What follows belongs to an exercise in optimizing a design on an open flow for small area; a production flow would make more cautious choices. Function was checked by simulation only, so behaviour that the tests miss may differ from the original. Power and IR drop assume default switching activity. The clock port is modelled as an ideal driver; clocking choices that lean on that would not hold on a real chip.

Design thr_bank, start of the top module:
module thr_bank #(
    parameter integer NTHR = 32
) (
    input  wire            clk,
    input  wire            rst,
    input  wire            s_valid,
    input  wire [6:0]      s_chan,
    input  wire [1:0]      s_preset,
    input  wire            s_ok,
    input  wire [23:0]     s_value,
    input  wire            cfg_we,
    input  wire [4:0]      cfg_idx,
    input  wire [31:0]     cfg_word,
    input  wire [31:0]     lvl_word,
    input  wire [NTHR-1:0] latch_clr,
    output wire [NTHR-1:0] thr_state,
    output wire [NTHR-1:0] thr_latch
);
==> flow/config.mk <==
export PLATFORM = sky130hd
export DESIGN_NAME = thr_bank
export DESIGN_NICKNAME = thr_bank
export VERILOG_FILES = /design/flow/design.v
export SDC_FILE = /design/flow/constraint.sdc
export NUM_CORES = 4
export LEC_CHECK = 0
export CAP_MARGIN = 20
export CORE_MARGIN = 2
export CORE_UTILIZATION = 40
export CTS_BUF_LIST = sky130_fd_sc_hd__clkbuf_4 sky130_fd_sc_hd__clkbuf_8
export SLEW_MARGIN = 20
export SYNTH_HIERARCHICAL = 1
==> flow/constraint.sdc <==
create_clock -name core_clock -period 8.0 [get_ports {clk}]
set_input_delay 1.6000 -clock core_clock [delete_from_list [all_inputs] [get_ports {clk}]]
set_output_delay 1.6000 -clock core_clock [all_outputs]
set_load 0.01 [all_outputs]
run.sh (not shown) runs the stock make flow with config.mk's settings and CLKGATE_MAP_FILE= SYNTH_SCRIPT=/design/flow/synth_recipe.tcl, a recipe that flattens the netlist after the stock synthesis.
The baseline finished with timing, DRC and antenna clean.
==> next run, changes <==
--- a/flow/config.mk
+++ b/flow/config.mk
@@ -11 +10,0 @@
-export CTS_BUF_LIST = sky130_fd_sc_hd__clkbuf_4 sky130_fd_sc_hd__clkbuf_8
Result:
- The changed run passed the timing, design-rule and antenna checks
- clock skew is lower by 0.053 ns
- worst hold slack stays flat
- setup slack improved by 0.0099 ns

========
Another version of the RTL of thr_bank (not shown whole).
Size in the first run: about 200 I/O pins.
export LEC_CHECK = 0
export CAP_MARGIN = 20
export CORE_MARGIN = 2
export CORE_UTILIZATION = 60
export CTS_CLUSTER_DIAMETER = 100
export CTS_CLUSTER_SIZE = 30
export SLEW_MARGIN = 20
export SYNTH_HIERARCHICAL = 1
create_clock -name core_clock -period 8.0 [get_ports {clk}]
standard.sh (not shown) runs the stock make flow with config.mk's settings and CLKGATE_MAP_FILE= SYNTH_SCRIPT=/design/flow/synth_recipe.tcl, a recipe that flattens the netlist after the stock synthesis.
==> flow/flow/run.sh <==
#!/bin/bash
# Layout: the standard flow (standard synthesis through routing), with
# two changes. After the standard synthesis, the majority gates of the
# comparators' carry chains, which synthesis maps one by one to the x2 cell,
# are set to the x1 cell of the same function (each drives one or two gate
# inputs nearby; the registers are left as synthesis made them). And the
# port buffers are made with the smallest buffer cell. Each step's full
# output stays in orfs/logs; make's own output goes to make_*.log here.
set -euo pipefail
res=orfs/results/$FLOW_PLATFORM/thr_bank/base
knobs=("BUFFER_PORTS_ARGS=-buffer_cell sky130_fd_sc_hd__buf_1")
bash standard.sh "${knobs[@]}" synth > make_synth.log 2>&1
sed -i 's/\bsky130_fd_sc_hd__maj3_2\b/sky130_fd_sc_hd__maj3_1/' "$res/1_2_yosys.v"
grep -c 'sky130_fd_sc_hd__maj3_1' "$res/1_2_yosys.v" > maj_count.log || true
touch "$res/1_2_yosys.v"
bash standard.sh "${knobs[@]}" finish > make_finish.log 2>&1
The baseline completed without violations.
Edit:
--- a/flow/config.mk
+++ b/flow/config.mk
@@ -6,9 +6,9 @@
 export NUM_CORES = 4
 export LEC_CHECK = 0
-export CAP_MARGIN = 20
+export CAP_MARGIN = 0
 export CORE_MARGIN = 2
 export CORE_UTILIZATION = 60
 export CTS_CLUSTER_DIAMETER = 100
 export CTS_CLUSTER_SIZE = 30
-export SLEW_MARGIN = 20
+export SLEW_MARGIN = 0
 export SYNTH_HIERARCHICAL = 1
Outcome: Routed wire length is about the same. First-iteration DRC count came out higher by 2.5%. Design area hardly moves.

========
thr_bank, a different RTL version from the one above (not shown whole).
Size: ~8700 cells after synthesis, about 1900 flip-flops, about 81000 um^2 of cells after synthesis.
// thr_bank
module thr_bank #(
    parameter integer NTHR = 32
) (
    input  wire            clk,
    input  wire            rst,
    input  wire            s_valid,
    input  wire [6:0]      s_chan,
    input  wire [1:0]      s_preset,
    input  wire            s_ok,
    input  wire [23:0]     s_value,
    input  wire            cfg_we,
    input  wire [4:0]      cfg_idx,
    input  wire [31:0]     cfg_word,
    input  wire [31:0]     lvl_word,
    input  wire [NTHR-1:0] latch_clr,
    output wire [NTHR-1:0] thr_state,
    output wire [NTHR-1:0] thr_latch
);
clock: 8.0 ns
lec_check: 0
cap_margin: 20
core_margin: 2
core_utilization: 60
cts_cluster_diameter: 100
cts_cluster_size: 25
slew_margin: 20
synth_hierarchical: 1
run.sh (not shown) runs the stock make flow with config.mk's settings and CLKGATE_MAP_FILE= SYNTH_SCRIPT=/design/flow/synth_recipe.tcl, a recipe that flattens the netlist after the stock synthesis.
Stock flow here: none of the scripts above is used.
Change:
==> flow/flow/run.sh (new file) <==
#!/bin/bash
# Layout: the standard flow (standard synthesis through routing), with
# two changes. After the standard synthesis, the majority gates of the
# comparators' carry chains, which synthesis maps one by one to the x2 cell,
# are set to the x1 cell of the same function (each drives one or two gate
# inputs nearby; the registers are left as synthesis made them). And the
# port buffers are made with the smallest buffer cell. Each step's full
# output stays in orfs/logs; make's own output goes to make_*.log here.
set -euo pipefail
res=orfs/results/$FLOW_PLATFORM/thr_bank/base
knobs=("BUFFER_PORTS_ARGS=-buffer_cell sky130_fd_sc_hd__buf_1")
bash standard.sh "${knobs[@]}" synth > make_synth.log 2>&1
sed -i 's/\bsky130_fd_sc_hd__maj3_2\b/sky130_fd_sc_hd__maj3_1/' "$res/1_2_yosys.v"
grep -c 'sky130_fd_sc_hd__maj3_1' "$res/1_2_yosys.v" > maj_count.log || true
touch "$res/1_2_yosys.v"
bash standard.sh "${knobs[@]}" finish > make_finish.log 2>&1
==> flow/standard.sh (new file) <==
#!/bin/bash
# synth_recipe.tcl (not shown) runs the flow's synth.tcl, then flattens the netlist and writes it again
# the make line also repeats each setting of config.mk as NAME=value (left out here)
make -C /OpenROAD-flow-scripts/flow DESIGN_CONFIG=/design/flow/config.mk WORK_HOME=/design/flow/orfs CLKGATE_MAP_FILE= SYNTH_SCRIPT=/design/flow/synth_recipe.tcl "${@:-finish}"
CAP_MARGIN = 0   (was 20)
SLEW_MARGIN = 0   (was 20)
removed: flow/run.sh
Outcome:
- synthesized area drops by 1.3%
- routed wire length went up by about 0.4%
- worst hold slack stays flat
- final cell count barely changes
- via count came out higher by 0.30%
- synthesized cell count is unchanged

========
Another version of the RTL of thr_bank (not shown whole).
Size: about 2,000 flip-flops, roughly 200 I/O pins.
export LEC_CHECK = 0
export CAP_MARGIN = 20
export CORE_MARGIN = 2
export CORE_UTILIZATION = 60
export SLEW_MARGIN = 20
export SYNTH_HIERARCHICAL = 1
create_clock -name core_clock -period 8.0 [get_ports {clk}]
standard.sh (not shown) runs the stock make flow with config.mk's settings and CLKGATE_MAP_FILE= SYNTH_SCRIPT=/design/flow/synth_recipe.tcl, a recipe that flattens the netlist after the stock synthesis.
==> flow/flow/run.sh <==
#!/bin/bash
# Layout: the standard flow (standard synthesis, floorplan, placement,
# routing), with two changes: the clock tree is built without dummy loads,
# and after global routing the gates with slack are sized down (ORFS's power
# recovery step). Each step's full output stays in orfs/logs; make's own
# output goes to make.log here.
set -euo pipefail
bash standard.sh \
    RECOVER_POWER=100 \
    "CTS_ARGS=-sink_clustering_enable -repair_clock_nets -dont_use_dummy_load -sink_clustering_size 30 -sink_clustering_max_diameter 100" \
    finish > make.log 2>&1
The first run finished but fails on capacitance limit, slew limit.
Then changed:
==> flow/flow/run.sh (replaced) <==
#!/bin/bash
# Layout: the standard flow (standard synthesis through routing), with
# the port buffers made with the smallest buffer cell. Each step's full
# output stays in orfs/logs; make's own output goes to make.log here.
set -euo pipefail
bash standard.sh \
    "BUFFER_PORTS_ARGS=-buffer_cell sky130_fd_sc_hd__buf_1" \
    finish > make.log 2>&1
- CTS_CLUSTER_DIAMETER: not set -> 100
- CTS_CLUSTER_SIZE: not set -> 30
With this change the flow completed without violations.
Synthesized area is unchanged.
Cell area fell by 0.60%.
Cell count stays flat.
Die area stays the same.
First-iteration DRC count came out lower by 2.6%.
Then changed:
==> flow/run.sh (new file) <==
#!/bin/bash
# synth_recipe.tcl (not shown) runs the flow's synth.tcl, then flattens the netlist and writes it again
# the make line also repeats each setting of config.mk as NAME=value (left out here)
make -C /OpenROAD-flow-scripts/flow DESIGN_CONFIG=/design/flow/config.mk WORK_HOME=/design/flow/orfs CLKGATE_MAP_FILE= SYNTH_SCRIPT=/design/flow/synth_recipe.tcl finish
- CAP_MARGIN: 20 -> 10
- CORE_UTILIZATION: 60 -> 70
- SLEW_MARGIN: 20 -> 10
removed: flow/flow/run.sh
removed: flow/standard.sh
=>
- The new run ran to the end with no violations
- synthesized cell count stays the same
- setup slack gets worse by 0.077 ns
- total power stays flat
- cell area rises slightly
- global-route usage rises by 5.2 points
- wire length falls slightly
- via count rises by a few percent
- sequential power is about the same
Then changed:
- CAP_MARGIN: 10 -> 20
- CORE_UTILIZATION: 70 -> 60
- SLEW_MARGIN: 10 -> 20
Worst hold slack stays flat.
Synthesized cell count is unchanged.
Area after synthesis is unchanged.
Clock skew barely changes.
Global-route usage falls by 4.9 points.
Non-clock buffer count rises by 5.
Sequential power stays flat.
Cell area rises by 0.43%.
Power hardly moves.
Worst setup slack barely changes.
Count of clock-buffer cells in the layout rises by 2.

-- static timing again, ports no longer ideal --
No port has a modelled driver above. Below, the same layouts with a new extraction and two added sets of constraints. Step 1 sets driving cells, clkbuf_16 on the clock port and buf_2 on the other inputs (assumed; they add their load-dependent delay and slew). Step 2, shift: input delay + t, output delay - t, t = (earliest + latest rising clock arrival at the registers) / 2. This alone moves slack from input paths to output paths. a / b / c = ideal / step 1 / step 2; a / b = the first two.
run | t, ns | setup slack, ns | hold WS [ns]
the first run of note 1 | 1.110 | 1.425 / 1.425 / 1.095 | 0.441 / 0.441 / 0.441
the second run of note 1 | 0.928 | 1.434 / 1.434 / 1.030 | 0.442 / 0.442 / 0.442
the first run of note 2 | 0.808 | 1.035 / 1.035 / 1.035 | 0.453 / 0.453 / 0.453
the second run of note 2 | 0.808 | 0.994 / 0.994 / 0.896 | 0.453 / 0.453 / 0.453
the first run of note 3 | 0.819 | 1.251 / 1.251 / 1.156 | 0.450 / 0.450 / 0.450
the second run of note 3 | 0.818 | 0.778 / 0.778 / 0.778 | 0.450 / 0.450 / 0.450
the first run of note 4 | 0.790 | 0.692 / 0.692 / -0.030 | 0.454 / 0.454 / 0.454
the second run of note 4 | 0.804 | 1.436 / 1.436 / 1.117 | 0.453 / 0.453 / 0.453
the third run of note 4 | 0.786 | 1.359 / 1.359 / 1.246 | 0.452 / 0.452 / 0.452
the fourth run of note 4 | 0.818 | 1.361 / 1.361 / 1.306 | 0.451 / 0.451 / 0.451
For the first run of note 4, which loses most, drivers alone change the setup slack by 0.000 ns; drivers and shift together by -0.722 ns.
